This design comes from an exercise in tuning for small area, a short achievable clock period and few clock cycles per item on the open sky130 flow, not from production work.
In this exercise RTL edits were held to simulation tests only and were not proved equivalent to the original.

[flow/config.mk]
export PLATFORM = sky130hd
export DESIGN_NAME = kw_unwrap
export DESIGN_NICKNAME = kw_unwrap
export VERILOG_FILES = /design/flow/design.v
export SDC_FILE = /design/flow/constraint.sdc
export NUM_CORES = 8
export LEC_CHECK = 0
export CAP_MARGIN = 20
export CORE_MARGIN = 2
export CORE_UTILIZATION = 26
export SETUP_SLACK_MARGIN = 1.5
export SLEW_MARGIN = 20
export SYNTH_HIERARCHICAL = 1
[flow/constraint.sdc]
create_clock -name core_clock -period 8.0 [get_ports {clk}]
set_input_delay 1.6000 -clock core_clock [delete_from_list [all_inputs] [get_ports {clk}]]
set_output_delay 1.6000 -clock core_clock [all_outputs]
set_load 0.01 [all_outputs]
[flow/standard.sh]
#!/bin/bash
# synth_recipe.tcl (not shown) runs the flow's synth.tcl, then flattens the netlist and writes it again
# the make line also repeats each setting of config.mk as NAME=value (left out here)
make -C /OpenROAD-flow-scripts/flow DESIGN_CONFIG=/design/flow/config.mk WORK_HOME=/design/flow/orfs CLKGATE_MAP_FILE= SYNTH_SCRIPT=/design/flow/synth_recipe.tcl "${@:-finish}"
[flow/flow/run.sh]
#!/bin/bash
# The standard layout (the standard.sh: ORFS synthesis to finish), with
# these changes in how it is made:
#  - the port buffers that global placement inserts on every input and
#    output are the smallest buffer (buf_1) instead of clkdlybuf4s50_1;
#  - clock tree synthesis inserts no dummy loads;
#  - after floorplanning, the flip-flops of the round state (st) get a
#    stronger drive (same cell type, dfxtp_1 -> dfxtp_4): they drive the
#    InvMixColumns network at the start of the critical loop.
# ORFS writes each step's full log under orfs/logs/; make's output goes to
# flow_*.log and the resizing step's to upsize.log, all in this folder.
set -euo pipefail
export BUFFER_PORTS_ARGS="-buffer_cell sky130_fd_sc_hd__buf_1"
export CTS_ARGS="-sink_clustering_enable -repair_clock_nets -dont_use_dummy_load"
bash standard.sh floorplan > flow_floorplan.log 2>&1
odb=orfs/results/$FLOW_PLATFORM/kw_unwrap/base/2_floorplan.odb
ODB=$odb openroad -no_init -exit flow/upsize.tcl > upsize.log 2>&1
bash standard.sh finish > flow_finish.log 2>&1
[flow/design.v]
module aes_sbox (
    input  wire [7:0] a,
    output wire [7:0] y
);
    wire t0, t1, t2, t3, t4, t5, t6, t7, t8, t9, t10, t11, t12, t13, t14, t15, t16, t17, t18, t19, t20, t21, t22, t23, t24, t25, t26, t27, t28, t29, t30, M1, M2, M3, M4, M5, M6, M7, M8, M9, M10, M11, M12, M13, M14, M15, M16, M17, M18, M19, M20, M21, M22, M23, M46, M47, M48, M49, M50, M51, M52, M53, M54, M55, M56, M57, M58, M59, M60, M61, M62, M63, b0, b1, b2, b3, b4, b5, b6, b7, b8, b9, b10, b11, b12, b13, b14, b15, b16, b17, b18, b19, b20, b21, b22, b23, b24, b25, b26, b27, b28, b29, b30, b31, b32, b33, b34, b35, b36, M37, M38, M39, M40, M41, M42, M43, M44, M45;
    sx2 g0 (.a(a[1]), .b(a[3]), .y(t0));
    sx2 g1 (.a(a[5]), .b(a[6]), .y(t1));
    sx2 g2 (.a(a[2]), .b(a[7]), .y(t2));
    sx2 g3 (.a(a[0]), .b(t1), .y(t3));
    sx2 g4 (.a(a[4]), .b(a[7]), .y(t4));
    sx2 g5 (.a(t0), .b(t4), .y(t5));
    sx2 g6 (.a(a[6]), .b(t0), .y(t6));
    sx2 g7 (.a(a[5]), .b(t2), .y(t7));
    sx2 g8 (.a(a[2]), .b(a[4]), .y(t8));
    sx2 g9 (.a(a[2]), .b(a[5]), .y(t9));
    sx2 g10 (.a(a[1]), .b(a[4]), .y(t10));
    sx2 g11 (.a(a[1]), .b(a[7]), .y(t11));
    sx2 g12 (.a(a[0]), .b(a[2]), .y(t12));
    sx2 g13 (.a(t2), .b(t10), .y(t13));
    sx2 g14 (.a(a[4]), .b(t2), .y(t14));
    sx2 g15 (.a(a[1]), .b(t2), .y(t15));
    sx2 g16 (.a(t1), .b(t8), .y(t16));
    sx2 g17 (.a(t0), .b(t9), .y(t17));
    sx2 g18 (.a(a[3]), .b(t7), .y(t18));
    sx2 g19 (.a(a[0]), .b(t5), .y(t19));
    sx2 g20 (.a(a[4]), .b(t7), .y(t20));
    sx2 g21 (.a(t1), .b(t5), .y(t21));
    sx2 g22 (.a(t3), .b(t15), .y(t22));
    sx2 g23 (.a(t6), .b(t14), .y(t23));
    sx2 g24 (.a(t0), .b(t7), .y(t24));
    sx2 g25 (.a(a[2]), .b(t6), .y(t25));
    sx2 g26 (.a(t0), .b(t16), .y(t26));
    sx2 g27 (.a(t6), .b(t12), .y(t27));
    sx2 g28 (.a(a[7]), .b(t3), .y(t28));
    sx2 g29 (.a(a[1]), .b(t3), .y(t29));
    sx2 g30 (.a(a[4]), .b(t3), .y(t30));
    snand2 g31 (.a(t13), .b(t5), .y(M1));
    snand2 g32 (.a(t22), .b(t19), .y(M2));
    sxn2 g33 (.a(t23), .b(M1), .y(M3));
    snand2 g34 (.a(t30), .b(a[0]), .y(M4));
    sx2 g35 (.a(M4), .b(M1), .y(M5));
    snand2 g36 (.a(t11), .b(t17), .y(M6));
    snand2 g37 (.a(t29), .b(t3), .y(M7));
    sxn2 g38 (.a(t18), .b(M6), .y(M8));
    snand2 g39 (.a(t28), .b(t27), .y(M9));
    sx2 g40 (.a(M9), .b(M6), .y(M10));
    snand2 g41 (.a(t4), .b(t25), .y(M11));
    snand2 g42 (.a(t8), .b(t20), .y(M12));
    sx2 g43 (.a(M12), .b(M11), .y(M13));
    snand2 g44 (.a(t2), .b(t21), .y(M14));
    sx2 g45 (.a(M14), .b(M11), .y(M15));
    sxn2 g46 (.a(M3), .b(M2), .y(M16));
    sx2 g47 (.a(M5), .b(t26), .y(M17));
    sxn2 g48 (.a(M8), .b(M7), .y(M18));
    sx2 g49 (.a(M10), .b(M15), .y(M19));
    sx2 g50 (.a(M16), .b(M13), .y(M20));
    sx2 g51 (.a(M17), .b(M15), .y(M21));
    sx2 g52 (.a(M18), .b(M13), .y(M22));
    sx2 g53 (.a(M19), .b(t24), .y(M23));
    gf16_inv_0000_000000000 u_inv (.d({M23, M22, M21, M20}), .m({M45, M44, M43, M42, M41, M40, M39, M38, M37}));
    snand2 g54 (.a(M44), .b(t5), .y(M46));
    snand2 g55 (.a(M40), .b(t19), .y(M47));
    snand2 g56 (.a(M39), .b(a[0]), .y(M48));
    snand2 g57 (.a(M43), .b(t17), .y(M49));
    snand2 g58 (.a(M38), .b(t3), .y(M50));
    snand2 g59 (.a(M37), .b(t27), .y(M51));
    snand2 g60 (.a(M42), .b(t25), .y(M52));
    snand2 g61 (.a(M45), .b(t20), .y(M53));
    snand2 g62 (.a(M41), .b(t21), .y(M54));
    snand2 g63 (.a(M44), .b(t13), .y(M55));
    snand2 g64 (.a(M40), .b(t22), .y(M56));
    snand2 g65 (.a(M39), .b(t30), .y(M57));
    snand2 g66 (.a(M43), .b(t11), .y(M58));
    snand2 g67 (.a(M38), .b(t29), .y(M59));
    snand2 g68 (.a(M37), .b(t28), .y(M60));
    snand2 g69 (.a(M42), .b(t4), .y(M61));
    snand2 g70 (.a(M45), .b(t8), .y(M62));
    snand2 g71 (.a(M41), .b(t2), .y(M63));
    sx2 g72 (.a(M56), .b(M61), .y(b0));
    sxn2 g73 (.a(M62), .b(b0), .y(b1));
    sx2 g74 (.a(M46), .b(M49), .y(b2));
    sx2 g75 (.a(M54), .b(M58), .y(b3));
    sx2 g76 (.a(M50), .b(M53), .y(b4));
    sx2 g77 (.a(M48), .b(M60), .y(b5));
    sx2 g78 (.a(M51), .b(M59), .y(b6));
    sx2 g79 (.a(M47), .b(M50), .y(b7));
    sxn2 g80 (.a(M55), .b(b7), .y(b8));
    sx2 g81 (.a(M46), .b(M52), .y(b9));
    sxn2 g82 (.a(M61), .b(b6), .y(b10));
    sxn2 g83 (.a(M62), .b(b10), .y(b11));
    sx2 g84 (.a(b3), .b(b5), .y(b12));
    sxn2 g85 (.a(M55), .b(b1), .y(b13));
    sx2 g86 (.a(M48), .b(M51), .y(b14));
    sx2 g87 (.a(M61), .b(M63), .y(b15));
    sx2 g88 (.a(M48), .b(M58), .y(b16));
    sx2 g89 (.a(M49), .b(M52), .y(b17));
    sxn2 g90 (.a(M57), .b(b2), .y(b18));
    sx2 g91 (.a(M47), .b(M53), .y(b19));
    sx2 g92 (.a(b2), .b(b8), .y(b20));
    sx2 g93 (.a(b8), .b(b14), .y(b21));
    sx2 g94 (.a(b9), .b(b15), .y(b22));
    sx2 g95 (.a(b2), .b(b16), .y(b23));
    sxn2 g96 (.a(b12), .b(b22), .y(b24));
    sxn2 g97 (.a(b11), .b(b23), .y(b25));
    sx2 g98 (.a(b1), .b(b21), .y(b26));
    sx2 g99 (.a(b4), .b(b17), .y(b27));
    sx2 g100 (.a(b1), .b(b12), .y(b28));
    sx2 g101 (.a(b4), .b(b11), .y(b29));
    sx2 g102 (.a(b9), .b(b19), .y(b30));
    sx2 g103 (.a(b1), .b(b20), .y(b31));
    sx2 g104 (.a(b4), .b(b18), .y(b32));
    sxn2 g105 (.a(b13), .b(b30), .y(b33));
    sx2 g106 (.a(b28), .b(b32), .y(b34));
    sxn2 g107 (.a(b3), .b(b29), .y(b35));
    sx2 g108 (.a(b13), .b(b27), .y(b36));
    assign y[7] = b36;
    assign y[6] = b33;
    assign y[5] = b24;
    assign y[4] = b31;
    assign y[3] = b26;
    assign y[2] = b34;
    assign y[1] = b35;
    assign y[0] = b25;
endmodule
module sx2 (input wire a, input wire b, output wire y);
    assign y = a ^ b;
endmodule
module sxn2 (input wire a, input wire b, output wire y);
    assign y = ~(a ^ b);
endmodule
module snand2 (input wire a, input wire b, output wire y);
    assign y = ~(a & b);
endmodule
module snor2 (input wire a, input wire b, output wire y);
    assign y = ~(a | b);
endmodule
module skx (input wire a, input wire g, input wire s, output wire y);
    assign y = a ^ (g & s);
endmodule
module gf16_inv_0000_000000000 (
    input  wire [3:0] d,
    output wire [8:0] m
);
    assign m[0] = (d[0] & d[1]) | (d[1] & ~d[3]) | (d[0] & ~d[2] & d[3]) | (d[0] & d[2] & ~d[3]);
    assign m[1] = (d[1] & d[2]) | (~d[0] & d[1]) | (d[0] & d[2] & d[3]) | (d[0] & ~d[1] & ~d[2] & ~d[3]);
    assign m[2] = (~d[1] & d[3]) | (d[2] & d[3]) | (~d[0] & d[1] & d[2]) | (d[0] & ~d[1] & d[2]);
    assign m[3] = (~d[2] & d[3]) | (d[0] & d[3]) | (d[0] & d[1] & d[2]) | (~d[0] & ~d[1] & d[2] & ~d[3]);
    assign m[4] = (~d[0] & d[1] & ~d[3]) | (~d[1] & ~d[2] & d[3]) | (~d[0] & d[1] & d[2]) | (d[0] & ~d[1] & ~d[2]) | (d[0] & ~d[2] & d[3]) | (~d[0] & d[2] & ~d[3]);
    assign m[5] = (d[0] & d[1] & ~d[2]) | (~d[1] & d[2] & d[3]) | (~d[0] & ~d[1] & d[3]) | (d[0] & d[1] & ~d[3]) | (d[1] & ~d[2] & ~d[3]) | (~d[0] & d[2] & d[3]);
    assign m[6] = (d[0] & ~d[1]) | (d[0] & ~d[2]) | (~d[0] & d[1] & d[3]);
    assign m[7] = (~d[0] & d[2]) | (d[2] & ~d[3]) | (d[1] & ~d[2] & d[3]);
    assign m[8] = (~d[1] & d[2] & d[3]) | (d[0] & d[1] & ~d[3]) | (d[0] & ~d[1] & ~d[2]) | (~d[0] & d[2] & ~d[3]);
endmodule
module gf16_inv_0000_111110011 (
    input  wire [3:0] d,
    output wire [8:0] m
);
    assign m[0] = (~d[0] & ~d[1]) | (~d[0] & d[3]) | (~d[1] & ~d[2] & ~d[3]) | (~d[1] & d[2] & d[3]);
    assign m[1] = (~d[0] & ~d[1]) | (d[0] & d[1] & ~d[2]) | (~d[1] & ~d[2] & d[3]) | (~d[1] & d[2] & ~d[3]);
    assign m[2] = (d[1] & ~d[2]) | (~d[2] & ~d[3]) | (~d[0] & ~d[1] & ~d[3]) | (d[0] & d[1] & ~d[3]);
    assign m[3] = (~d[2] & ~d[3]) | (~d[0] & d[1] & ~d[3]) | (~d[0] & d[2] & d[3]) | (d[0] & ~d[1] & ~d[3]);
    assign m[4] = (d[0] & d[2]) | (~d[1] & d[2] & d[3]) | (d[0] & d[1] & ~d[3]) | (~d[0] & d[1] & ~d[2] & d[3]) | (~d[0] & ~d[1] & ~d[2] & ~d[3]);
    assign m[5] = (d[0] & d[1] & ~d[2]) | (~d[1] & d[2] & d[3]) | (~d[0] & ~d[1] & d[3]) | (d[0] & d[1] & ~d[3]) | (d[1] & ~d[2] & ~d[3]) | (~d[0] & d[2] & d[3]);
    assign m[6] = (d[0] & ~d[1]) | (d[0] & ~d[2]) | (~d[0] & d[1] & d[3]);
    assign m[7] = (~d[2] & ~d[3]) | (~d[1] & ~d[2]) | (d[0] & d[2] & d[3]);
    assign m[8] = (d[1] & d[3]) | (~d[0] & ~d[2]) | (d[0] & ~d[1] & d[2] & ~d[3]);
endmodule
module aes_inv_sbox (
    input  wire [7:0] a,
    output wire [7:0] y
);
    wire t0, t1, t2, t3, t4, t5, t6, t7, t8, t9, t10, t11, t12, t13, t14, t15, t16, t17, t18, t19, t20, t21, t22, t23, t24, t25, t26, t27, t28, t29, M1, M2, M3, M4, M5, M6, M7, M8, M9, M10, M11, M12, M13, M14, M15, M16, M17, M18, M19, M20, M21, M22, M23, M46, M47, M48, M49, M50, M51, M52, M53, M54, M55, M56, M57, M58, M59, M60, M61, M62, M63, b0, b1, b2, b3, b4, b5, b6, b7, b8, b9, b10, b11, b12, b13, b14, b15, b16, b17, b18, b19, b20, b21, b22, b23, b24, b25, b26, b27, b28, b29, b30, b31, b32, b33, b34, b35, b36, b37, b38, b39, M37, M38, M39, M40, M41, M42, M43, M44, M45;
    sx2 g0 (.a(a[4]), .b(a[6]), .y(t0));
    sx2 g1 (.a(a[0]), .b(a[1]), .y(t1));
    sx2 g2 (.a(a[3]), .b(a[4]), .y(t2));
    sx2 g3 (.a(a[3]), .b(a[6]), .y(t3));
    sx2 g4 (.a(a[2]), .b(a[7]), .y(t4));
    sx2 g5 (.a(t0), .b(t1), .y(t5));
    sx2 g6 (.a(a[6]), .b(a[7]), .y(t6));
    sx2 g7 (.a(a[7]), .b(t0), .y(t7));
    sx2 g8 (.a(t1), .b(t3), .y(t8));
    sx2 g9 (.a(a[0]), .b(a[7]), .y(t9));
    sx2 g10 (.a(a[1]), .b(a[2]), .y(t10));
    sx2 g11 (.a(a[0]), .b(a[5]), .y(t11));
    sx2 g12 (.a(a[0]), .b(a[3]), .y(t12));
    sx2 g13 (.a(a[1]), .b(a[5]), .y(t13));
    sx2 g14 (.a(a[2]), .b(a[5]), .y(t14));
    sxn2 g15 (.a(a[4]), .b(a[7]), .y(t15));
    sx2 g16 (.a(a[5]), .b(t4), .y(t16));
    sx2 g17 (.a(t1), .b(t2), .y(t17));
    sx2 g18 (.a(t1), .b(t6), .y(t18));
    sxn2 g19 (.a(t3), .b(t9), .y(t19));
    sx2 g20 (.a(t2), .b(t10), .y(t20));
    sx2 g21 (.a(a[5]), .b(t2), .y(t21));
    sx2 g22 (.a(a[0]), .b(t2), .y(t22));
    sx2 g23 (.a(t0), .b(t11), .y(t23));
    sxn2 g24 (.a(t3), .b(t13), .y(t24));
    sxn2 g25 (.a(t0), .b(t14), .y(t25));
    sxn2 g26 (.a(t4), .b(t5), .y(t26));
    sx2 g27 (.a(t4), .b(t8), .y(t27));
    sxn2 g28 (.a(a[5]), .b(t5), .y(t28));
    sx2 g29 (.a(a[3]), .b(t7), .y(t29));
    snor2 g30 (.a(t18), .b(t25), .y(M1));
    snor2 g31 (.a(t15), .b(t7), .y(M2));
    sxn2 g32 (.a(t27), .b(M1), .y(M3));
    snor2 g33 (.a(t5), .b(t16), .y(M4));
    sx2 g34 (.a(M4), .b(M1), .y(M5));
    snand2 g35 (.a(t17), .b(t24), .y(M6));
    snor2 g36 (.a(t0), .b(t22), .y(M7));
    sx2 g37 (.a(t23), .b(M6), .y(M8));
    snor2 g38 (.a(t8), .b(t28), .y(M9));
    sxn2 g39 (.a(M9), .b(M6), .y(M10));
    snand2 g40 (.a(t2), .b(t26), .y(M11));
    snor2 g41 (.a(t29), .b(t20), .y(M12));
    sxn2 g42 (.a(M12), .b(M11), .y(M13));
    snor2 g43 (.a(t6), .b(t19), .y(M14));
    sxn2 g44 (.a(M14), .b(M11), .y(M15));
    sx2 g45 (.a(M3), .b(M2), .y(M16));
    sxn2 g46 (.a(M5), .b(t12), .y(M17));
    sx2 g47 (.a(M8), .b(M7), .y(M18));
    sx2 g48 (.a(M10), .b(M15), .y(M19));
    sx2 g49 (.a(M16), .b(M13), .y(M20));
    sx2 g50 (.a(M17), .b(M15), .y(M21));
    sx2 g51 (.a(M18), .b(M13), .y(M22));
    sxn2 g52 (.a(M19), .b(t21), .y(M23));
    gf16_inv_0000_111110011 u_inv (.d({M23, M22, M21, M20}), .m({M45, M44, M43, M42, M41, M40, M39, M38, M37}));
    snor2 g53 (.a(M44), .b(t25), .y(M46));
    snor2 g54 (.a(M40), .b(t7), .y(M47));
    snor2 g55 (.a(M39), .b(t16), .y(M48));
    snand2 g56 (.a(M43), .b(t24), .y(M49));
    snor2 g57 (.a(M38), .b(t22), .y(M50));
    snor2 g58 (.a(M37), .b(t28), .y(M51));
    snand2 g59 (.a(M42), .b(t26), .y(M52));
    snor2 g60 (.a(M45), .b(t20), .y(M53));
    snor2 g61 (.a(M41), .b(t19), .y(M54));
    snor2 g62 (.a(M44), .b(t18), .y(M55));
    snor2 g63 (.a(M40), .b(t15), .y(M56));
    snor2 g64 (.a(M39), .b(t5), .y(M57));
    snand2 g65 (.a(M43), .b(t17), .y(M58));
    snor2 g66 (.a(M38), .b(t0), .y(M59));
    snor2 g67 (.a(M37), .b(t8), .y(M60));
    snand2 g68 (.a(M42), .b(t2), .y(M61));
    snor2 g69 (.a(M45), .b(t29), .y(M62));
    snor2 g70 (.a(M41), .b(t6), .y(M63));
    sx2 g71 (.a(M52), .b(M61), .y(b0));
    sx2 g72 (.a(M50), .b(b0), .y(b1));
    sxn2 g73 (.a(M54), .b(M58), .y(b2));
    sx2 g74 (.a(M62), .b(b2), .y(b3));
    sx2 g75 (.a(M59), .b(b1), .y(b4));
    sx2 g76 (.a(M48), .b(M56), .y(b5));
    sx2 g77 (.a(M47), .b(M60), .y(b6));
    sx2 g78 (.a(b5), .b(b6), .y(b7));
    sx2 g79 (.a(M57), .b(M63), .y(b8));
    sx2 g80 (.a(M46), .b(M51), .y(b9));
    sxn2 g81 (.a(M49), .b(b7), .y(b10));
    sx2 g82 (.a(M51), .b(M59), .y(b11));
    sx2 g83 (.a(M48), .b(M59), .y(b12));
    sx2 g84 (.a(M55), .b(M63), .y(b13));
    sx2 g85 (.a(M49), .b(M58), .y(b14));
    sxn2 g86 (.a(M58), .b(b5), .y(b15));
    sxn2 g87 (.a(M49), .b(b11), .y(b16));
    sxn2 g88 (.a(M55), .b(M61), .y(b17));
    sx2 g89 (.a(M46), .b(b12), .y(b18));
    sx2 g90 (.a(b8), .b(b15), .y(b19));
    sx2 g91 (.a(M47), .b(b9), .y(b20));
    sx2 g92 (.a(M53), .b(b14), .y(b21));
    sx2 g93 (.a(b0), .b(b16), .y(b22));
    sx2 g94 (.a(b0), .b(b18), .y(b23));
    sx2 g95 (.a(M53), .b(b9), .y(b24));
    sx2 g96 (.a(M54), .b(b13), .y(b25));
    sx2 g97 (.a(b8), .b(b17), .y(b26));
    sx2 g98 (.a(M57), .b(b3), .y(b27));
    sx2 g99 (.a(b10), .b(b25), .y(b28));
    sx2 g100 (.a(M62), .b(b21), .y(b29));
    sx2 g101 (.a(b1), .b(b10), .y(b30));
    sx2 g102 (.a(b19), .b(b24), .y(b31));
    sx2 g103 (.a(b3), .b(b22), .y(b32));
    sx2 g104 (.a(b3), .b(b20), .y(b33));
    sx2 g105 (.a(b3), .b(b23), .y(b34));
    sx2 g106 (.a(b4), .b(b28), .y(b35));
    sx2 g107 (.a(b4), .b(b31), .y(b36));
    sx2 g108 (.a(b4), .b(b33), .y(b37));
    sx2 g109 (.a(b4), .b(b29), .y(b38));
    sx2 g110 (.a(b27), .b(b30), .y(b39));
    assign y[7] = b32;
    assign y[6] = b35;
    assign y[5] = b39;
    assign y[4] = b34;
    assign y[3] = b36;
    assign y[2] = b37;
    assign y[1] = b38;
    assign y[0] = b26;
endmodule
module aes_inv_mixcol (
    input  wire [31:0] c,
    output wire [31:0] y
);
    wire m0, m1, m2, m3, m4, m5, m6, m7, m8, m9, m10, m11, m12, m13, m14, m15, m16, m17, m18, m19, m20, m21, m22, m23, m24, m25, m26, m27, m28, m29, m30, m31, m32, m33, m34, m35, m36, m37, m38, m39, m40, m41, m42, m43, m44, m45, m46, m47, m48, m49, m50, m51, m52, m53, m54, m55, m56, m57, m58, m59, m60, m61, m62, m63, m64, m65, m66, m67, m68, m69, m70, m71, m72, m73, m74, m75, m76, m77, m78, m79, m80, m81, m82, m83, m84, m85, m86, m87, m88, m89, m90, m91, m92, m93, m94, m95, m96, m97, m98, m99, m100, m101, m102, m103, m104, m105, m106, m107, m108, m109, m110, m111, m112, m113, m114, m115, m116, m117, m118, m119, m120, m121, m122, m123, m124, m125, m126, m127, m128, m129, m130, m131, m132, m133, m134, m135, m136, m137, m138, m139, m140, m141, m142, m143, m144, m145, m146, m147, m148, m149, m150, m151, m152, m153, m154, m155, m156, m157, m158, m159, m160, m161, m162, m163, m164, m165, m166, m167, m168, m169, m170, m171, m172, m173, m174, m175;
    sx2 x0 (.a(c[5]), .b(c[21]), .y(m0));
    sx2 x1 (.a(c[13]), .b(c[29]), .y(m1));
    sx2 x2 (.a(c[6]), .b(c[22]), .y(m2));
    sx2 x3 (.a(c[14]), .b(c[30]), .y(m3));
    sx2 x4 (.a(m0), .b(m1), .y(m4));
    sx2 x5 (.a(c[15]), .b(c[31]), .y(m5));
    sx2 x6 (.a(c[23]), .b(c[27]), .y(m6));
    sx2 x7 (.a(c[7]), .b(c[11]), .y(m7));
    sx2 x8 (.a(c[18]), .b(m3), .y(m8));
    sx2 x9 (.a(c[26]), .b(m2), .y(m9));
    sx2 x10 (.a(c[8]), .b(m4), .y(m10));
    sx2 x11 (.a(c[4]), .b(c[20]), .y(m11));
    sx2 x12 (.a(c[0]), .b(c[16]), .y(m12));
    sx2 x13 (.a(c[1]), .b(c[17]), .y(m13));
    sx2 x14 (.a(c[3]), .b(c[19]), .y(m14));
    sx2 x15 (.a(c[9]), .b(c[25]), .y(m15));
    sx2 x16 (.a(c[12]), .b(c[28]), .y(m16));
    sx2 x17 (.a(c[2]), .b(c[10]), .y(m17));
    sx2 x18 (.a(m6), .b(m7), .y(m18));
    sx2 x19 (.a(m5), .b(m14), .y(m19));
    sx2 x20 (.a(m8), .b(m9), .y(m20));
    sx2 x21 (.a(c[23]), .b(c[24]), .y(m21));
    sx2 x22 (.a(c[24]), .b(m12), .y(m22));
    sx2 x23 (.a(m4), .b(m15), .y(m23));
    sx2 x24 (.a(c[15]), .b(m13), .y(m24));
    sx2 x25 (.a(m11), .b(m16), .y(m25));
    sx2 x26 (.a(m18), .b(m19), .y(m26));
    sx2 x27 (.a(m17), .b(m20), .y(m27));
    sx2 x28 (.a(m10), .b(m22), .y(m28));
    sx2 x29 (.a(c[7]), .b(c[31]), .y(m29));
    sx2 x30 (.a(c[3]), .b(c[31]), .y(m30));
    sx2 x31 (.a(c[7]), .b(c[15]), .y(m31));
    sx2 x32 (.a(m2), .b(m21), .y(m32));
    sx2 x33 (.a(c[31]), .b(m3), .y(m33));
    sx2 x34 (.a(m13), .b(m30), .y(m34));
    sx2 x35 (.a(c[19]), .b(m24), .y(m35));
    sx2 x36 (.a(c[23]), .b(m25), .y(m36));
    sx2 x37 (.a(c[7]), .b(c[8]), .y(m37));
    sx2 x38 (.a(m3), .b(m11), .y(m38));
    sx2 x39 (.a(c[10]), .b(m11), .y(m39));
    sx2 x40 (.a(m14), .b(m15), .y(m40));
    sx2 x41 (.a(m2), .b(m29), .y(m41));
    sx2 x42 (.a(c[2]), .b(m16), .y(m42));
    sx2 x43 (.a(m2), .b(m16), .y(m43));
    sx2 x44 (.a(m3), .b(m31), .y(m44));
    sx2 x45 (.a(m5), .b(m12), .y(m45));
    sx2 x46 (.a(m0), .b(m5), .y(m46));
    sx2 x47 (.a(c[17]), .b(m17), .y(m47));
    sx2 x48 (.a(m0), .b(m18), .y(m48));
    sx2 x49 (.a(m8), .b(m42), .y(m49));
    sx2 x50 (.a(m1), .b(m19), .y(m50));
    sx2 x51 (.a(m7), .b(m34), .y(m51));
    sx2 x52 (.a(m9), .b(m39), .y(m52));
    sx2 x53 (.a(m23), .b(m52), .y(m53));
    sx2 x54 (.a(m23), .b(m49), .y(m54));
    sx2 x55 (.a(c[5]), .b(c[12]), .y(m55));
    sx2 x56 (.a(c[14]), .b(c[21]), .y(m56));
    sx2 x57 (.a(c[13]), .b(c[28]), .y(m57));
    sx2 x58 (.a(c[6]), .b(c[30]), .y(m58));
    sx2 x59 (.a(c[6]), .b(c[21]), .y(m59));
    sx2 x60 (.a(c[1]), .b(c[9]), .y(m60));
    sx2 x61 (.a(c[12]), .b(c[29]), .y(m61));
    sx2 x62 (.a(c[21]), .b(c[28]), .y(m62));
    sx2 x63 (.a(c[15]), .b(c[26]), .y(m63));
    sx2 x64 (.a(c[5]), .b(c[29]), .y(m64));
    sx2 x65 (.a(c[10]), .b(c[25]), .y(m65));
    sx2 x66 (.a(c[7]), .b(c[14]), .y(m66));
    sx2 x67 (.a(c[22]), .b(c[30]), .y(m67));
    sx2 x68 (.a(c[13]), .b(c[30]), .y(m68));
    sx2 x69 (.a(c[16]), .b(c[24]), .y(m69));
    sx2 x70 (.a(c[10]), .b(c[18]), .y(m70));
    sx2 x71 (.a(c[0]), .b(c[25]), .y(m71));
    sx2 x72 (.a(c[6]), .b(c[14]), .y(m72));
    sx2 x73 (.a(c[0]), .b(c[15]), .y(m73));
    sx2 x74 (.a(c[2]), .b(c[11]), .y(m74));
    sx2 x75 (.a(c[1]), .b(c[16]), .y(m75));
    sx2 x76 (.a(c[0]), .b(c[17]), .y(m76));
    sx2 x77 (.a(c[9]), .b(c[16]), .y(m77));
    sx2 x78 (.a(c[27]), .b(m2), .y(m78));
    sx2 x79 (.a(m21), .b(m37), .y(m79));
    sx2 x80 (.a(c[22]), .b(m66), .y(m80));
    sx2 x81 (.a(c[12]), .b(m6), .y(m81));
    sx2 x82 (.a(c[25]), .b(m37), .y(m82));
    sx2 x83 (.a(m1), .b(m67), .y(m83));
    sx2 x84 (.a(c[20]), .b(m6), .y(m84));
    sx2 x85 (.a(c[20]), .b(m55), .y(m85));
    sx2 x86 (.a(m6), .b(m17), .y(m86));
    sx2 x87 (.a(m1), .b(m29), .y(m87));
    sx2 x88 (.a(c[4]), .b(m62), .y(m88));
    sx2 x89 (.a(c[2]), .b(m60), .y(m89));
    sx2 x90 (.a(c[23]), .b(m12), .y(m90));
    sx2 x91 (.a(c[20]), .b(m57), .y(m91));
    sx2 x92 (.a(c[13]), .b(m59), .y(m92));
    sx2 x93 (.a(c[4]), .b(m61), .y(m93));
    sx2 x94 (.a(c[22]), .b(m64), .y(m94));
    sx2 x95 (.a(c[29]), .b(m56), .y(m95));
    sx2 x96 (.a(m13), .b(m71), .y(m96));
    sx2 x97 (.a(c[5]), .b(m68), .y(m97));
    sx2 x98 (.a(c[9]), .b(m3), .y(m98));
    sx2 x99 (.a(m15), .b(m75), .y(m99));
    sx2 x100 (.a(m21), .b(m76), .y(m100));
    sx2 x101 (.a(c[4]), .b(m7), .y(m101));
    sx2 x102 (.a(m7), .b(m63), .y(m102));
    sx2 x103 (.a(m6), .b(m74), .y(m103));
    sx2 x104 (.a(c[1]), .b(m65), .y(m104));
    sx2 x105 (.a(m8), .b(m102), .y(m105));
    sx2 x106 (.a(m8), .b(m47), .y(m106));
    sx2 x107 (.a(m79), .b(m89), .y(m107));
    sx2 x108 (.a(m33), .b(m40), .y(m108));
    sx2 x109 (.a(m38), .b(m94), .y(m109));
    sx2 x110 (.a(m32), .b(m73), .y(m110));
    sx2 x111 (.a(m41), .b(m69), .y(m111));
    sx2 x112 (.a(m4), .b(m24), .y(m112));
    sx2 x113 (.a(m4), .b(m22), .y(m113));
    sx2 x114 (.a(m9), .b(m45), .y(m114));
    sx2 x115 (.a(m33), .b(m90), .y(m115));
    sx2 x116 (.a(m31), .b(m83), .y(m116));
    sx2 x117 (.a(m47), .b(m98), .y(m117));
    sx2 x118 (.a(m70), .b(m78), .y(m118));
    sx2 x119 (.a(m38), .b(m92), .y(m119));
    sx2 x120 (.a(m33), .b(m100), .y(m120));
    sx2 x121 (.a(m41), .b(m96), .y(m121));
    sx2 x122 (.a(m32), .b(m82), .y(m122));
    sx2 x123 (.a(m43), .b(m95), .y(m123));
    sx2 x124 (.a(m46), .b(m80), .y(m124));
    sx2 x125 (.a(m43), .b(m97), .y(m125));
    sx2 x126 (.a(m32), .b(m77), .y(m126));
    sx2 x127 (.a(m46), .b(m58), .y(m127));
    sx2 x128 (.a(m72), .b(m87), .y(m128));
    sx2 x129 (.a(m45), .b(m104), .y(m129));
    sx2 x130 (.a(m44), .b(m99), .y(m130));
    sx2 x131 (.a(m34), .b(m84), .y(m131));
    sx2 x132 (.a(m9), .b(m103), .y(m132));
    sx2 x133 (.a(m23), .b(m120), .y(m133));
    sx2 x134 (.a(m36), .b(m127), .y(m134));
    sx2 x135 (.a(m114), .b(m117), .y(m135));
    sx2 x136 (.a(m36), .b(m128), .y(m136));
    sx2 x137 (.a(m35), .b(m81), .y(m137));
    sx2 x138 (.a(m26), .b(m109), .y(m138));
    sx2 x139 (.a(m25), .b(m124), .y(m139));
    sx2 x140 (.a(m20), .b(m129), .y(m140));
    sx2 x141 (.a(m50), .b(m85), .y(m141));
    sx2 x142 (.a(m10), .b(m121), .y(m142));
    sx2 x143 (.a(m35), .b(m132), .y(m143));
    sx2 x144 (.a(m48), .b(m93), .y(m144));
    sx2 x145 (.a(m10), .b(m110), .y(m145));
    sx2 x146 (.a(m86), .b(m108), .y(m146));
    sx2 x147 (.a(m10), .b(m111), .y(m147));
    sx2 x148 (.a(c[28]), .b(m51), .y(m148));
    sx2 x149 (.a(m50), .b(m88), .y(m149));
    sx2 x150 (.a(m10), .b(m130), .y(m150));
    sx2 x151 (.a(m112), .b(m126), .y(m151));
    sx2 x152 (.a(m40), .b(m105), .y(m152));
    sx2 x153 (.a(m20), .b(m107), .y(m153));
    sx2 x154 (.a(m51), .b(m118), .y(m154));
    sx2 x155 (.a(m26), .b(m119), .y(m155));
    sx2 x156 (.a(m36), .b(m116), .y(m156));
    sx2 x157 (.a(m26), .b(m125), .y(m157));
    sx2 x158 (.a(m35), .b(m101), .y(m158));
    sx2 x159 (.a(m48), .b(m91), .y(m159));
    sx2 x160 (.a(m106), .b(m122), .y(m160));
    sx2 x161 (.a(m10), .b(m115), .y(m161));
    sx2 x162 (.a(m44), .b(m113), .y(m162));
    sx2 x163 (.a(m26), .b(m123), .y(m163));
    sx2 x164 (.a(m28), .b(m152), .y(m164));
    sx2 x165 (.a(m28), .b(m154), .y(m165));
    sx2 x166 (.a(m27), .b(m149), .y(m166));
    sx2 x167 (.a(m53), .b(m148), .y(m167));
    sx2 x168 (.a(m53), .b(m137), .y(m168));
    sx2 x169 (.a(m27), .b(m141), .y(m169));
    sx2 x170 (.a(m27), .b(m159), .y(m170));
    sx2 x171 (.a(m27), .b(m144), .y(m171));
    sx2 x172 (.a(m28), .b(m143), .y(m172));
    sx2 x173 (.a(m54), .b(m158), .y(m173));
    sx2 x174 (.a(m54), .b(m131), .y(m174));
    sx2 x175 (.a(m28), .b(m146), .y(m175));
    assign y[0] = m147;
    assign y[1] = m133;
    assign y[2] = m140;
    assign y[3] = m172;
    assign y[4] = m174;
    assign y[5] = m166;
    assign y[6] = m138;
    assign y[7] = m134;
    assign y[8] = m162;
    assign y[9] = m142;
    assign y[10] = m153;
    assign y[11] = m175;
    assign y[12] = m167;
    assign y[13] = m171;
    assign y[14] = m157;
    assign y[15] = m136;
    assign y[16] = m145;
    assign y[17] = m150;
    assign y[18] = m135;
    assign y[19] = m165;
    assign y[20] = m173;
    assign y[21] = m169;
    assign y[22] = m155;
    assign y[23] = m139;
    assign y[24] = m161;
    assign y[25] = m151;
    assign y[26] = m160;
    assign y[27] = m164;
    assign y[28] = m168;
    assign y[29] = m170;
    assign y[30] = m163;
    assign y[31] = m156;
endmodule
module kw_unwrap (
    input  wire         clk,
    input  wire         rst,       
    input  wire         start,     
    input  wire [127:0] kek,       
    input  wire [191:0] wrapped,   
    output wire         busy,
    output wire         done,      
    output wire         ok,        
    output wire [127:0] key        
);
    localparam [63:0] KW_IV = 64'hA6A6A6A6A6A6A6A6;
    reg         busy_r;
    reg         done_r;
    reg         kexp;     
    reg         first;    
    reg         step12;   
    reg [3:0]   rnd;      
    reg [3:0]   t;        
    reg [127:0] st;       
    reg [63:0]  ro;       
    reg [127:0] rk;       
    reg [127:0] kl;       
    wire accept = start && !busy_r;
    genvar gb, gc, gr;
    wire last   = !kexp && (rnd == 4'd0);
    assign busy = busy_r;
    assign done = done_r;
    assign ok   = (st[127:64] == KW_IV);
    assign key  = {st[63:0], ro};
    wire [31:0]  w0 = rk[127:96];
    wire [31:0]  w1 = rk[95:64];
    wire [31:0]  w2 = rk[63:32];
    wire [31:0]  w3 = rk[31:0];
    wire [31:0]  v3 = w3 ^ w2;    
    wire [31:0]  v2 = w2 ^ w1;
    wire [31:0]  v1 = w1 ^ w0;
    wire [31:0]  rot = {v3[23:0], v3[31:24]};
    wire [31:0]  sw_out;
    generate
        for (gb = 0; gb < 4; gb = gb + 1) begin : g_sbox
            aes_sbox u_sbox (.a(rot[8*gb +: 8]), .y(sw_out[8*gb +: 8]));
        end
    endgenerate
    wire [9:0]   rd = {rnd == 4'd9, rnd == 4'd8, rnd == 4'd7, rnd == 4'd6, rnd == 4'd5,
                       rnd == 4'd4, rnd == 4'd3, rnd == 4'd2, rnd == 4'd1, rnd == 4'd0};
    wire [7:0]   rcon = {rd[7], rd[6], rd[5] | rd[9], rd[4] | rd[8] | rd[9],
                         rd[3] | rd[8], rd[2] | rd[9], rd[1] | rd[8] | rd[9], rd[0] | rd[8]};
    wire [31:0]  temp = sw_out ^ {rcon, 24'h000000};
    wire [31:0]  n0 = w0 ^ temp;
    wire         fin = kexp && (rnd == 4'd9);    
    wire [31:0]  n2 = v2 ^ n0;
    wire [127:0] key_step = {n0, v1 ^ (temp & {32{kexp}}), v2 ^ (n0 & {32{kexp}}),
                             v3 ^ (n2 & {32{fin}})};
    wire [127:0] key_prev = {n0, v1, v2, v3};
    wire [127:0] blk = (step12 ? {kl[127:64] ^ 64'd12, kl[63:0]}
                               : {st[127:64] ^ {60'd0, t}, ro}) ^ rk;
    wire [127:0] imc;
    generate
        for (gc = 0; gc < 4; gc = gc + 1) begin : g_imc
            aes_inv_mixcol u_imc (.c(st[32*gc +: 32]), .y(imc[32*gc +: 32]));
        end
    endgenerate
    wire [127:0] x = first ? blk : imc;
    wire [127:0] isr;
    generate
        for (gc = 0; gc < 4; gc = gc + 1) begin : g_col
            for (gr = 0; gr < 4; gr = gr + 1) begin : g_row
                assign isr[127 - 8*(gr + 4*((gc + gr) % 4)) -: 8] =
                       x[127 - 8*(gr + 4*gc) -: 8];
            end
        end
    endgenerate
    wire [127:0] isb;
    generate
        for (gb = 0; gb < 16; gb = gb + 1) begin : g_isbox
            aes_inv_sbox u_isbox (.a(isr[8*gb +: 8]), .y(isb[8*gb +: 8]));
        end
    endgenerate
    wire [127:0] ark = isb ^ key_prev;
    always @(posedge clk) begin
        if (rst) begin
            busy_r <= 1'b0;
            done_r <= 1'b0;
            kexp   <= 1'b0;
            first  <= 1'b0;
            step12 <= 1'b0;
        end else begin
            done_r <= 1'b0;
            if (accept) begin
                busy_r <= 1'b1;
                kexp   <= 1'b1;
                first  <= 1'b0;
                step12 <= 1'b1;
                rnd    <= 4'd0;
                t      <= 4'd12;
            end else if (busy_r) begin
                if (kexp) begin
                    if (rnd == 4'd9) begin
                        kexp  <= 1'b0;
                        first <= 1'b1;
                    end else begin
                        rnd <= rnd + 4'd1;
                    end
                end else begin
                    first <= (rnd == 4'd0) && (t != 4'd1);
                    if (rnd == 4'd0) begin
                        rnd    <= 4'd9;
                        t      <= t - 4'd1;
                        step12 <= 1'b0;
                        if (t == 4'd1) begin
                            busy_r <= 1'b0;
                            done_r <= 1'b1;
                        end
                    end else begin
                        rnd <= rnd - 4'd1;
                    end
                end
            end
        end
    end
    always @(posedge clk) begin
        if (accept)
            rk <= {kek[127:32], kek[63:32] ^ kek[31:0]};
        else if (last)
            rk <= kl;
        else
            rk <= key_step;
    end
    always @(posedge clk) begin
        if (accept)
            kl <= {wrapped[191:128], wrapped[63:0]};
        else if (first && step12)
            kl <= rk;
    end
    always @(posedge clk) begin
        st <= ark;
        if (accept)
            ro <= wrapped[127:64];
        else if (first && !step12)
            ro <= st[63:0];
    end
endmodule
[flow/flow/upsize.tcl]
# Give the state flip-flops st[*] the 4x drive version of their cell.
read_db $::env(ODB)
set db [ord::get_db]
set block [[$db getChip] getBlock]
set n 0
foreach inst [$block getInsts] {
  set name [$inst getName]
  set m [[$inst getMaster] getName]
  if {[string first "st\\\[" $name] == 0 && $m eq "sky130_fd_sc_hd__dfxtp_1"} {
    $inst swapMaster [$db findMaster sky130_fd_sc_hd__dfxtp_4]
    incr n
  }
}
puts "resized $n flip-flops"
write_db $::env(ODB)
==> summary.txt, run 1 <==
Status
  • Result of the run: no timing/DRC/antenna violations

Timing
  • Max Slew Vio Count: 0
  • Final WS setup: 1690 ps
  • Hold WS: 536 ps
  • Worst slew margin: 20.5%
  • Max Clock Freq: 0.158 GHz
  • Setup Skew: 95.9 ps
  • Setup-failing EPs final: 0
  • Slew @ Worst Pin: 1180 ps
  • Fin crit share: 78.9%
  • Endpoints failing hold: 0
  • RSZ-0062 raised after global routing: true
  • Tmin final: 6310 ps
  • Total negative slack: 0 ps

Finish
  • Final Util: 30.2%
  • Fill count: 22500
  • Share of cells above drive strength 1: 15.0%
  • Multi-input gate area: 43000 um2
  • Sequential cell area: 11700 um2
  • Most frequent cells in the layout: xor2_1, nand2_1, xnor2_1, nor2_1, buf_1
  • Final #Nets: 7189
  • Post-Layout Inst Area: 63900 um2
  • P&R area growth vs syn: 15.8%
  • Final Non-Filler Cells: 9681
  • Commonest non-fill, non-tap cell in the layout: xor2_1

Global routing
  • Global-route wire length before repair: 328000 um
  • Largest net degree at the start of global routing: 152
  • Global route total overflow: 0
  • Overall Global Routing Usage: 20.9%
  • Number of global-route vias before repair: 45400
  • Antenna violations before repair: 23

Routing
  • Antenna-violating nets left: 0
  • Drt total wl: 237000 um
  • DRC viols: 0
  • Wire length per cell: 24.4 um
  • Vias: 46100
  • Drt initial violations: 4050
  • TritonRoute pass-1 iters: 5
  • Via/cell ratio: 4.76

Setup path
  • Worst path arrival time: 6860 ps
  • Crit-path max FO: 15
  • Reg2reg path depth: 25
  • WS Path Type: flip-flop to flip-flop
  • CP Capture Type: flip-flop
  • CP Launch Type: flip-flop
  • R2R setup slack: 1690 ps
  • WP data required: 8550 ps

Placement
  • Post-DP Area: 58600 um2
  • GP Congestion: 1.00
  • Placed insts: 9519
  • DP HPWL: 195000 um
  • DP Worst Slack: 482 ps
  • Port buffer count: 453

Synthesis
  • Post-Syn Area per Cell: 8.30 um2
  • Number of synthesized flops with an enable pin: 200
  • Sequential fraction of the synthesis area: 20.4%
  • Ys Warns: 7
  • Synth async-reset ratio: 0%
  • Mapped Cells: 6646
  • Synth Cell Area: 55200 um2
  • Synthesized net count: 6976
  • Post-synth cell types: 71
  • Prevailing post-synth register cell: dfxtp_1
  • Yosys reg bits: 461

Clock tree
  • CTS tree: done
  • Clock slew at reported path FFs: 60 ps
  • Skew-Pair Late Insertion Delay: 700 ps
  • Cts bufs inserted: 58
  • Hold buffers post-CTS: 0
  • Sink Count: 461
  • H-tree Lvls: 2
  • Root Buffer: clkbuf_16
  • Clk buf depth: 3

Hold path
  • Hold WC Path Type: flip-flop to flip-flop
  • Worst hold stages: 2

Job
  • Max Cap Viol: 0

Die
  • # rows: 169
  • Die ar.: 216000 um2
  • Die height: 465 um
  • # IOs: 454
  • Initial core utilization: 26.1%
  • Core box area: 211000 um2
  • Die width: 465 um
==> kinds of logic after synthesis <==
logic type,after synthesis,synth area share (%)
buffers and inverters,627,7.31
AOI/OAI and AO/OA,683,8.12
DFF,461,20.4
and+or+nand+nor,1744,13.4
xor gates and xnor gates,2867,45.6
muxes,257,4.95
adders and majority gates,7,0.159
==> timing repair <==
action,in CTS,in global routing
setup buffers,30,71
gates resized for setup,133,261
pin swaps,14,46
endpoints found under the setup margin,173,164
==> registers in the layout, indices dropped and copies added (netlist names) <==
signal,cells
rnd,4
st,128
t,4
done_r,1
first,1
kl,128
rk,128
kexp,1
ro,64
busy_r,1
step12,1
==> routing by layer <==
layer	part of all wire, %	track usage, %	wire (um)	up-vias
li1	-	-	-	21300
met5	0.068	0	161	-
met4	6.1	10.5	14400	22
met2	45	33.5	107000	1686
met1	42	26.9	98700	22700
met3	7.1	3.45	16900	411
==> worst max-delay path, stage by stage (launching register included) <==
cell and delay (ps):
dfxtp_4 490, xor2_1 180, buf_4 190, xor2_4 160, buf_12 140, xor2_4 240
xor2_2 240, xor2_2 290, mux2_2 280, xor2_1 170, buf_4 190, xor2_1 350
xor2_1 370, nor2_1 90, xnor2_1 270, xor2_1 180, buf_4 220, nand3b_1 140
a21oi_1 80, a211oi_2 250, nand2_1 130, xor2_1 360, xor2_1 360, xor2_1 220
xor2_1 320, xnor2_1 210
==> Yosys cell counts (57+ instances only) <==
cell         n  area (um2)
nor2_1     505        1900
mux2i_1    131        1310
a21oi_1    239        1200
clkbuf_1   105         394
edfxtp_1   200        6010
dfxtp_1    261        5230
nand2_1    954        3580
buf_4      424        3180
xnor2_1    759        6650
xor2_1    2103       18400
mux2_2     126        1420
nand2b_1    57         357
o21ai_0     67         335
==> modules after synthesis (local to each module, per instance) <==
module                   times used  area [um2]  cells inside
aes_sbox                          4        60.1             8
sxn2                            328        8.76             1
sx2                            2048        8.76             1
aes_inv_mixcol                    4         240            32
snand2                          204        3.75             1
aes_inv_sbox                     16        60.1             8
snor2                           336        3.75             1
kw_unwrap                         1       25500          2718
gf16_inv_0000_111110011          16         235            36
gf16_inv_0000_000000000           4         233            37
==> path summary, 6_finish.rpt <==
check	from	to
max reg2reg	st[13]$_DFF_P_	st[77]$_DFF_P_
min reg2reg	kl[25]$_DFFE_PP_	rk[25]$_DFF_P_
min	kl[25]$_DFFE_PP_	rk[25]$_DFF_P_
max	st[13]$_DFF_P_	st[77]$_DFF_P_
==> final cells by class <==
class / count / share of cell area [%]
clock buffers: 58 / 2.27
repair buffers: 740 / 6.29
inverters: 40 / 0.253
flip-flops and latches: 461 / 18.4
multi-input cells: 5558 / 67.3
well taps: 2821 / 5.53
diodes: 3 / 0.0118
Testbench counts, summed over its fixed seeds: cycles 67,072, items 512.
==> run 2, diff against run 1 <==
--- a/flow/config.mk
+++ b/flow/config.mk
@@ -9,5 +9,5 @@
 export CORE_MARGIN = 2
 export CORE_UTILIZATION = 26
-export SETUP_SLACK_MARGIN = 1.5
+export SETUP_SLACK_MARGIN = 1.65
 export SLEW_MARGIN = 20
 export SYNTH_HIERARCHICAL = 1
==> run 2 against run 1 <==
Net effect:
- core utilization rose by 0.53 points
- highest routed layer unchanged
- sequential share of layout area fell by 0.32 points
- critical path depth fell by 2
- wire length rose by 0.42%
- die area did not move
- hold slack got worse by 7.9 ps
- critical path type unchanged
- cell count rose by 0.39%
==> summary.txt, run 2 <==
Synthesis
  • Post-synth top area cell: xor2_1
  • Post-synth cell types: 71
  • Number of synthesized flops with an enable pin: 200
  • Mapped Cells: 6646
  • Prevailing post-synth register cell: dfxtp_1
  • Synth top area share: 33.4%
  • Synthesized net count: 6976
  • Yosys reg bits: 461
  • Count leader, synth: xor2_1
  • Ys Warns: 7
  • Sequential fraction of the synthesis area: 20.4%
  • Synth area leaders: xor2_1, xnor2_1, edfxtp_1, dfxtp_1, nand2_1
  • Synth Cell Area: 55200 um2
  • Post-Syn Area per Cell: 8.30 um2
  • Top post-synthesis cells by count: xor2_1, nand2_1, xnor2_1
  • Synth async-reset ratio: 0%

Setup path
  • R2R setup slack: 1720 ps
  • WS Path Type: flip-flop to flip-flop
  • Slowest CP cell: xor2_2
  • Reg-to-Reg End: rk[10]$_DFF_P_
  • Critical R2R Launch: rk[35]$_DFF_P_
  • Worst path arrival time: 6860 ps
  • WP data required: 8590 ps
  • CP Capture Type: flip-flop
  • Slowest stage delay, CP: 390 ps
  • Crit path cell chain: xnor2_1 > inv_1 > xor2_4 > xor2_2 > xor2_1 > nand2_1 > xor2_2 > xor2_1 > xor2_2 > buf_4 > and2_4 > nor2_1 > a21oi_1 > nand2_1 > xor2_2 > xor2_1 > xor2_1 > xor2_2 > xnor2_2 > xor2_1 > a21oi_1 > o311ai_0 > a21boi_0
  • CP Launch Type: flip-flop
  • Crit-path max FO: 5
  • Reg2reg path depth: 23

Clock tree
  • Skew-Pair Late Insertion Delay: 700 ps
  • CTS tree: done
  • Hold buffers post-CTS: 0
  • Root Buffer: clkbuf_16
  • Clock slew at reported path FFs: 60 ps
  • H-tree Lvls: 2
  • Sink Count: 461
  • Clk buf depth: 3
  • Cts bufs inserted: 58

Hold path
  • Source of the worst hold timing path: kl[25]$_DFFE_PP_
  • Hold WC Path Type: flip-flop to flip-flop
  • Worst hold endpoint: rk[25]$_DFF_P_
  • Worst hold stages: 2

Routing
  • TritonRoute pass-1 iters: 5
  • Wire length per cell: 24.5 um
  • DRC viols: 0
  • Drt total wl: 238000 um
  • Vias: 46200
  • Antenna-violating nets left: 0
  • Via/cell ratio: 4.76
  • Drt initial violations: 3906

Die
  • Die width: 465 um
  • # IOs: 454
  • Die ar.: 216000 um2
  • # rows: 169
  • Core box area: 211000 um2
  • Die height: 465 um
  • Initial core utilization: 26.1%

Placement
  • Port buffer count: 453
  • DP HPWL: 195000 um
  • GP Congestion: 1.00

Finish
  • Final #Nets: 7227
  • Top flop regs: kl x128, rk x128, st x128
  • Commonest non-fill, non-tap cell in the layout: xor2_1
  • Share of cells above drive strength 1: 16.6%
  • Most frequent cells in the layout: xor2_1, nand2_1, xnor2_1, nor2_1, buf_1
  • P&R area growth vs syn: 17.8%
  • Final Util: 30.7%

Timing
  • RSZ-0062 raised after global routing: true
  • Setup-failing EPs final: 0
  • Max Slew Vio Count: 0
  • Max Clock Freq: 0.159 GHz
  • Total negative slack: 0 ps
  • Endpoints failing hold: 0
  • Tmin final: 6280 ps
  • Fin crit share: 78.5%
  • Setup Skew: 94.8 ps
  • Worst slew margin: 21.7%
  • Slew @ Worst Pin: 1170 ps

Global routing
  • Global-route wire length before repair: 329000 um
  • Overall Global Routing Usage: 20.9%
  • Global route total overflow: 0
  • Largest net degree at the start of global routing: 152
  • Antenna violations before repair: 24
  • Number of global-route vias before repair: 45500

Status
  • Result of the run: no timing/DRC/antenna violations

Job
  • Max Cap Viol: 0
## run 2: cell counts after synthesis
No cell type changed its count.
## run 2: logic make-up (layout without fill, tap and decap cells)
group / Yosys count / in the layout / share of synthesized area, %
other: 0 / 3 / 0
xor gates and xnor gates: 2867 / 2867 / 45.6
adders and majority gates: 7 / 7 / 0.159
DFF: 461 / 461 / 20.4
muxes: 257 / 257 / 4.95
buffers and inverters: 627 / 876 / 7.31
AOI/OAI and AO/OA: 683 / 683 / 8.12
and+or+nand+nor: 1744 / 1744 / 13.4
## run 2: worst max-delay path: cells and delay by family (launching register included)
| kind | cells | cell delay, ps |
|---|---|---|
| xor gates and xnor gates | 13 | 4040 |
| AOI/OAI and AO/OA | 4 | 810 |
| and+or+nand+nor | 4 | 600 |
| DFF | 1 | 370 |
| buffers and inverters | 2 | 370 |
## run 2: worst max path at each step
stage / endpoint / start
floorplan: ro[0]$_DFFE_PP_ / first$_SDFFE_PP0P_
global placement: rk[6]$_DFF_P_ / rk[31]$_DFF_P_
detailed placement: rk[6]$_DFF_P_ / rk[31]$_DFF_P_
CTS: st[5]$_DFF_P_ / st[118]$_DFF_P_
global route: rk[5]$_DFF_P_ / rk[25]$_DFF_P_
finish: rk[10]$_DFF_P_ / rk[35]$_DFF_P_
## run 2: timing repair
action / in CTS / in global routing
buffers inserted: 41 / 97
hold endpoints to repair: 0 / 0
endpoints found under the setup margin: 198 / 171
gates resized for setup: 178 / 321
pin swaps: 23 / 78
## run 2: cell type report
type                       instances  area, um2
inverter                          40        161
multi-input combinational       5558      43800
antenna                            3       7.51
fill                           22400     146000
tap                             2821       3530
sequential                       461      11700
clock buffer                      58       1450
timing repair buffer             778       4340
## run 2: per-stage QoR
step                      instance area [um2]  hold WS (ps)  worst slack [ps]  cells
after floorplan                         55200           464              1730   6646
after global placement                  58600           489               570   9519
after detailed placement                58600           521               482   9519
after CTS                               61700           531              1490   9618
after global routing                    65000           575              1500   9717
final                                   65000           529              1720   9719
## run 2: per-layer routing
metal	global-route usage, %	routed length, um
met1	27.0	99900
met2	33.8	107000
met3	3.33	16000
met4	10.1	14300
met5	0	137
## run 2: per-module statistics from Yosys, one instance, submodules excluded, a selection
module / copies in the design / area (um2)
aes_inv_mixcol: 4 / 240
gf16_inv_0000_000000000: 4 / 233
aes_inv_sbox: 16 / 60.1
sxn2: 328 / 8.76
sx2: 2048 / 8.76
snand2: 204 / 3.75
==> run 3, diff against run 2 <==
--- a/flow/config.mk
+++ b/flow/config.mk
@@ -8,5 +8,5 @@
 export CAP_MARGIN = 20
 export CORE_MARGIN = 2
-export CORE_UTILIZATION = 26
+export CORE_UTILIZATION = 24
 export SETUP_SLACK_MARGIN = 1.65
 export SLEW_MARGIN = 20
==> run 3 against run 2 <==
Net effect:
- cell area up 0.13%
- maximum frequency up 1.5%
- sequential share of layout area about the same
- hold slack better by 13 ps
- via count up 0.14%
- die area up 8.3%
- clock-buffer cell count unchanged
- global-route usage down 1.1 points
- first-iteration DRC count down 4.2%
- highest routed layer unchanged
- core utilization down 2.2 points
- critical path type unchanged
==> summary.txt, run 3 <==
Status
  • Result of the run: no timing/DRC/antenna violations

Setup path
  • Critical R2R Launch: st[13]$_DFF_P_
  • WP data required: 8490 ps
  • CP Launch Type: flip-flop
  • WS Path Type: flip-flop to flip-flop
  • Crit-path max FO: 6
  • Slowest stage delay, CP: 470 ps
  • Worst path arrival time: 6670 ps
  • CP top delay family: XOR/XNOR gates
  • Slowest CP cell: dfxtp_4
  • CP Capture Type: flip-flop
  • Worst Setup SP: st[13]$_DFF_P_
  • Crit-path most repeated cell: xor2_1
  • Buf/Inv on CP: 3

Synthesis
  • Yosys reg bits: 461
  • Synth top area share: 33.4%
  • Post-synth top area cell: xor2_1
  • Synth Area in Simple Gates: 13.4%
  • Mux cell area share after synthesis: 4.95%
  • Post-Syn Area per Cell: 8.30 um2
  • Synth area leaders: xor2_1, xnor2_1, edfxtp_1, dfxtp_1, nand2_1
  • Synth Area in Adders: 0.159%
  • Number of synthesized flops with an enable pin: 200
  • Synth async-reset ratio: 0%
  • Prevailing post-synth register cell: dfxtp_1
  • Top post-synthesis cells by count: xor2_1, nand2_1, xnor2_1
  • Synthesized net count: 6976
  • Compound-Gate Fraction of Synth Area: 8.12%
  • Count leader, synth: xor2_1
  • Ys Warns: 7
  • Largest family of logic cells by synthesized area: XOR/XNOR gates
  • Post-synth cell types: 71
  • XOR/XNOR Fraction of Synth Area: 45.6%
  • Mapped Cells: 6646
  • Synth Cell Area: 55200 um2
  • Sequential fraction of the synthesis area: 20.4%

Placement
  • GP Congestion: 0.983
  • DP HPWL: 201000 um
  • Post-DP Area: 58900 um2
  • Port buffer count: 453
  • DP Worst Slack: 215 ps
  • Placed insts: 9725

Finish
  • Fill count: 24300
  • Final Non-Filler Cells: 9900
  • Commonest non-fill, non-tap cell in the layout: xor2_1
  • Most frequent cells in the layout: xor2_1, nand2_1, xnor2_1, nor2_1, buf_1
  • Multi-input gate area: 43700 um2
  • Share of cells above drive strength 1: 16.4%
  • Post-Layout Inst Area: 65100 um2
  • Top flop regs: kl x128, rk x128, st x128
  • Final Util: 28.5%
  • Sequential cell area: 11700 um2
  • P&R area growth vs syn: 18.0%
  • Final #Nets: 7217

Timing
  • Max Slew Vio Count: 0
  • Setup-failing EPs final: 0
  • Tmin final: 6190 ps
  • Setup Skew: 82.8 ps
  • Max Clock Freq: 0.162 GHz
  • Worst slew margin: 20.8%
  • Fin crit share: 77.4%
  • Endpoints failing hold: 0
  • Slew @ Worst Pin: 1180 ps
  • Hold WS: 542 ps
  • Final WS setup: 1810 ps
  • Total negative slack: 0 ps
  • RSZ-0062 raised after global routing: true

Die
  • Core box area: 228000 um2
  • Die height: 483 um
  • Die width: 483 um
  • Die ar.: 234000 um2
  • # IOs: 454
  • Initial core utilization: 24.2%
  • # rows: 175

Routing
  • Antenna-violating nets left: 0
  • Wire length per cell: 24.6 um
  • Via/cell ratio: 4.68
  • Vias: 46300
  • TritonRoute pass-1 iters: 5
  • Drt initial violations: 3740
  • Drt total wl: 244000 um
  • DRC viols: 0

Hold path
  • Source of the worst hold timing path: kl[25]$_DFFE_PP_
  • Hold WC Path Type: flip-flop to flip-flop

Clock tree
  • Clk buf depth: 3
  • Skew-Pair Late Insertion Delay: 720 ps
  • Sink Count: 461
  • Root Buffer: clkbuf_16
  • Cts bufs inserted: 58
  • Hold buffers post-CTS: 0
  • H-tree Lvls: 2
  • Clock slew at reported path FFs: 60 ps
  • CTS tree: done

Global routing
  • Antenna violations before repair: 28
  • Overall Global Routing Usage: 19.8%
  • Largest net degree at the start of global routing: 113
  • Number of global-route vias before repair: 45400
  • Global-route wire length before repair: 337000 um
  • Global route total overflow: 0

Job
  • Max Cap Viol: 0
[run 3: changes by cell type in the layout (fill, tap and decap cells not counted), sizes merged]
cell,before,now
buf,778,768
diode,3,6
clkinvlp,3,1
inv,37,39
[run 3: worst min-delay path, stage by stage (launching register included)]
cell      delay [ps]
edfxtp_1         350
nand3_1           80
o221ai_1          70
[run 3: kinds of logic after synthesis]
family,Yosys count
muxes,257
adders and majority gates,7
and+or+nand+nor,1744
AOI/OAI and AO/OA,683
DFF,461
buffers and inverters,627
xor gates and xnor gates,2867
[run 3: metal layers]
metal / vias to the layer above / routed length (um) / GRT usage [%]
li1: 21400 / - / -
met2: 1671 / 109000 / 31.7
met3: 445 / 14100 / 2.74
met4: 22 / 16600 / 11.2
met5: - / 145 / 0
met1: 22800 / 103000 / 25.5
[run 3: layout make-up]
class | count | area share, %
Antenna cell | 6 | 0.0231
Clock buffer | 58 | 2.23
Inverter | 40 | 0.237
Multi-Input combinational cell | 5558 | 67.2
Sequential cell | 461 | 18.0
Tap cell | 3009 | 5.79
Timing Repair Buffer | 768 | 6.52
[run 3: per-module statistics from Yosys, one instance, submodules excluded, excerpt]
module | flip-flops and latches | cells inside | area, um2
snor2 | 0 | 1 | 3.75
sxn2 | 0 | 1 | 8.76
gf16_inv_0000_000000000 | 0 | 37 | 233
kw_unwrap | 461 | 2718 | 25500
aes_sbox | 0 | 8 | 60.1
aes_inv_mixcol | 0 | 32 | 240
sx2 | 0 | 1 | 8.76
gf16_inv_0000_111110011 | 0 | 36 | 235
aes_inv_sbox | 0 | 8 | 60.1
[run 3: final timing paths]
| check | to | slack [ps] | cells past startpoint |
|---|---|---|---|
| min reg2reg | rk[25]$_DFF_P_ | 540 | 2 |
| max | st[39]$_DFF_P_ | 1810 | 25 |
| max reg2reg | st[39]$_DFF_P_ | 1810 | 25 |
| min | rk[25]$_DFF_P_ | 540 | 2 |
[run 3: what timing repair did]
| item | CTS | global route |
|---|---|---|
| resized for setup | 214 | 278 |
| endpoints found under the setup margin | 199 | 168 |
| pin swaps | 29 | 68 |
| buffers inserted | 40 | 71 |
==> run 4, diff against run 3 <==
--- a/flow/config.mk
+++ b/flow/config.mk
@@ -9,4 +9,5 @@
 export CORE_MARGIN = 2
 export CORE_UTILIZATION = 24
+export GPL_ROUTABILITY_DRIVEN = 0
 export SETUP_SLACK_MARGIN = 1.65
 export SLEW_MARGIN = 20
==> run 4 against run 3 <==
Net effect:
- worst setup slack worse by 200 ps
- register-to-register slack worse by 200 ps
- first-iteration DRC count increased by 12%
- via count is 2.2% higher
- non-clock buffer count decreased by 64
- die area is the same
- clock skew is 8.5 ps higher
- cell area about the same
- critical endpoint is now st[109]$_DFF_P_
==> summary.txt, run 4 <==
Status
  • Result of the run: no timing/DRC/antenna violations

Synthesis
  • Synth area leaders: xor2_1, xnor2_1, edfxtp_1, dfxtp_1, nand2_1
  • Top post-synthesis cells by count: xor2_1, nand2_1, xnor2_1
  • Post-Syn Area per Cell: 8.30 um2
  • Synthesized net count: 6976
  • Mapped Cells: 6646
  • Synth Area in Adders: 0.159%
  • Synth Area in Simple Gates: 13.4%
  • Synth Cell Area: 55200 um2
  • Mux cell area share after synthesis: 4.95%
  • Prevailing post-synth register cell: dfxtp_1
  • Yosys reg bits: 461
  • XOR/XNOR Fraction of Synth Area: 45.6%
  • Synth async-reset ratio: 0%
  • Compound-Gate Fraction of Synth Area: 8.12%
  • Ys Warns: 7

Routing
  • Drt total wl: 237000 um
  • DRC viols: 0
  • TritonRoute pass-1 iters: 6
  • Vias: 47300
  • Drt initial violations: 4205
  • Wire length per cell: 24.1 um
  • Via/cell ratio: 4.81

Job
  • Max Cap Viol: 0

Setup path
  • Crit-path max FO: 8
  • CP Capture Type: flip-flop
  • WS Path Type: flip-flop to flip-flop

Clock tree
  • Root Buffer: clkbuf_16
  • Hold buffers post-CTS: 0
  • CTS tree: done
  • Clk buf depth: 3
  • Skew-Pair Late Insertion Delay: 710 ps
  • Sink Count: 461

Global routing
  • Largest net degree at the start of global routing: 152
  • Global route total overflow: 0
  • Overall Global Routing Usage: 19.0%

Timing
  • Setup Skew: 91.3 ps
  • RSZ-0062 raised after global routing: true
  • Endpoints failing hold: 0
  • Total negative slack: 0 ps
  • Worst slew margin: 15.9%
  • Final WS setup: 1610 ps

Placement
  • DP HPWL: 191000 um
  • DP Worst Slack: 349 ps

Finish
  • Most frequent cells in the layout: xor2_1, nand2_1, xnor2_1, nor2_1, buf_1

Die
  • Core box area: 228000 um2
  • Die ar.: 234000 um2
  • Die height: 483 um
run 4: routing by layer:
metal	share of wire, %	wire length, um	vias up	global-route usage, %
li1	-	-	21200	-
met1	40	94800	23200	23.9
met2	43	103000	2251	29.2
met3	7.9	18800	662	3.48
met4	8.9	21200	8	13.9
met5	0.024	56	-	0
run 4: final timing paths:
check	from	end	slack [ps]	cells after the start
worst max register to register	st[45]$_DFF_P_	st[109]$_DFF_P_	1610	23
worst max-delay path	st[45]$_DFF_P_	st[109]$_DFF_P_	1610	23
worst min-delay path	kl[25]$_DFFE_PP_	rk[25]$_DFF_P_	520	2
worst min register to register	kl[25]$_DFFE_PP_	rk[25]$_DFF_P_	520	2
run 4: modules after synthesis (local to each module, per instance):
module                   copies in the design  area (um2)
aes_inv_mixcol                              4         240
aes_inv_sbox                               16        60.1
aes_sbox                                    4        60.1
gf16_inv_0000_000000000                     4         233
gf16_inv_0000_111110011                    16         235
kw_unwrap                                   1       25500
snand2                                    204        3.75
snor2                                     336        3.75
sx2                                      2048        8.76
sxn2                                      328        8.76
run 4: cells by family (layout without fill, tap and decap cells):
| kind of cell | after synthesis | after routing |
|---|---|---|
| xor gates and xnor gates | 2867 | 2868 |
| other | 0 | 4 |
| buffers and inverters | 627 | 801 |
| and+or+nand+nor | 1744 | 1744 |
| DFF | 461 | 461 |
| adders and majority gates | 7 | 7 |
| muxes | 257 | 257 |
| AOI/OAI and AO/OA | 683 | 683 |
run 4: final cells by class:
type                    instances  share of cell area, %
diodes                          4                 0.0154
clock buffers                  57                   2.19
inverters                      40                  0.237
multi-input cells            5559                   67.9
flip-flops and latches        461                   18.0
well taps                    3009                   5.79
repair buffers                704                   5.84
run 4: worst max-delay path: stages (launching register included):
cell and delay [ps]:
dfxtp_4 420, xor2_4 290, xor2_4 300, xor2_1 250
buf_4 220, xor2_2 320, xor2_1 310, mux2_2 340
xor2_4 280, xor2_1 310, nand2_1 160, xor2_1 220
xor2_1 250, xor2_2 330, nand2b_1 200, o31ai_1 230
a21oi_1 90, nor2_1 170, xor2_1 270, xor2_1 270
xnor2_2 190, xor2_2 290, xor2_4 170, xnor2_1 410
run 4: timing repair:
| item | CTS | global route |
|---|---|---|
| resized for setup | 221 | 312 |
| setup buffers | 46 | 70 |
| pin swaps | 32 | 85 |
| setup endpoints to repair | 197 | 164 |
| cloned | 0 | 1 |
run 4: metrics by stage:
stage	instance area [um2]	utilization, %	hold slack [ps]	std cells
global placement	58400	25.6	496	9656
global route	65000	28.5	576	9831
floorplan	55200	-	464	6646
finish	65000	28.5	524	9834
CTS	61900	27.2	525	9759
detailed placement	58400	25.6	510	9656

==> afterwards: timing with drivers on the ports <==
In the flow no input, the clock included, has a driving cell. The finished layouts below were timed again as built, in two steps.
Step 1, drivers: a clkbuf_16 drives clk and a buf_2 each remaining input, both assumed.
Step 2 moves the port delays by t, midway between the first and last clock arrival at a register: inputs arrive t later, outputs are due t later. That takes back most of the time a late clock gives input paths.
Slacks: no drivers / after step 1 / after step 2; pairs: no drivers / after step 1.
| run | t (ns) | setup slack, ns | hold slack, ns | worst slew at a driven data input, ns |
|---|---|---|---|---|
| run 1 | 0.727 | 1.690 / 1.690 / 1.690 | 0.536 / 0.536 / 0.536 | 0.13 |
| run 2 | 0.726 | 1.721 / 1.721 / 1.721 | 0.529 / 0.529 / 0.529 | 0.12 |
| run 3 | 0.754 | 1.811 / 1.811 / 1.811 | 0.542 / 0.542 / 0.542 | 0.20 |
| run 4 | 0.734 | 1.609 / 1.609 / 1.609 | 0.524 / 0.524 / 0.524 | 0.13 |
After both steps every run listed still meets setup and hold.
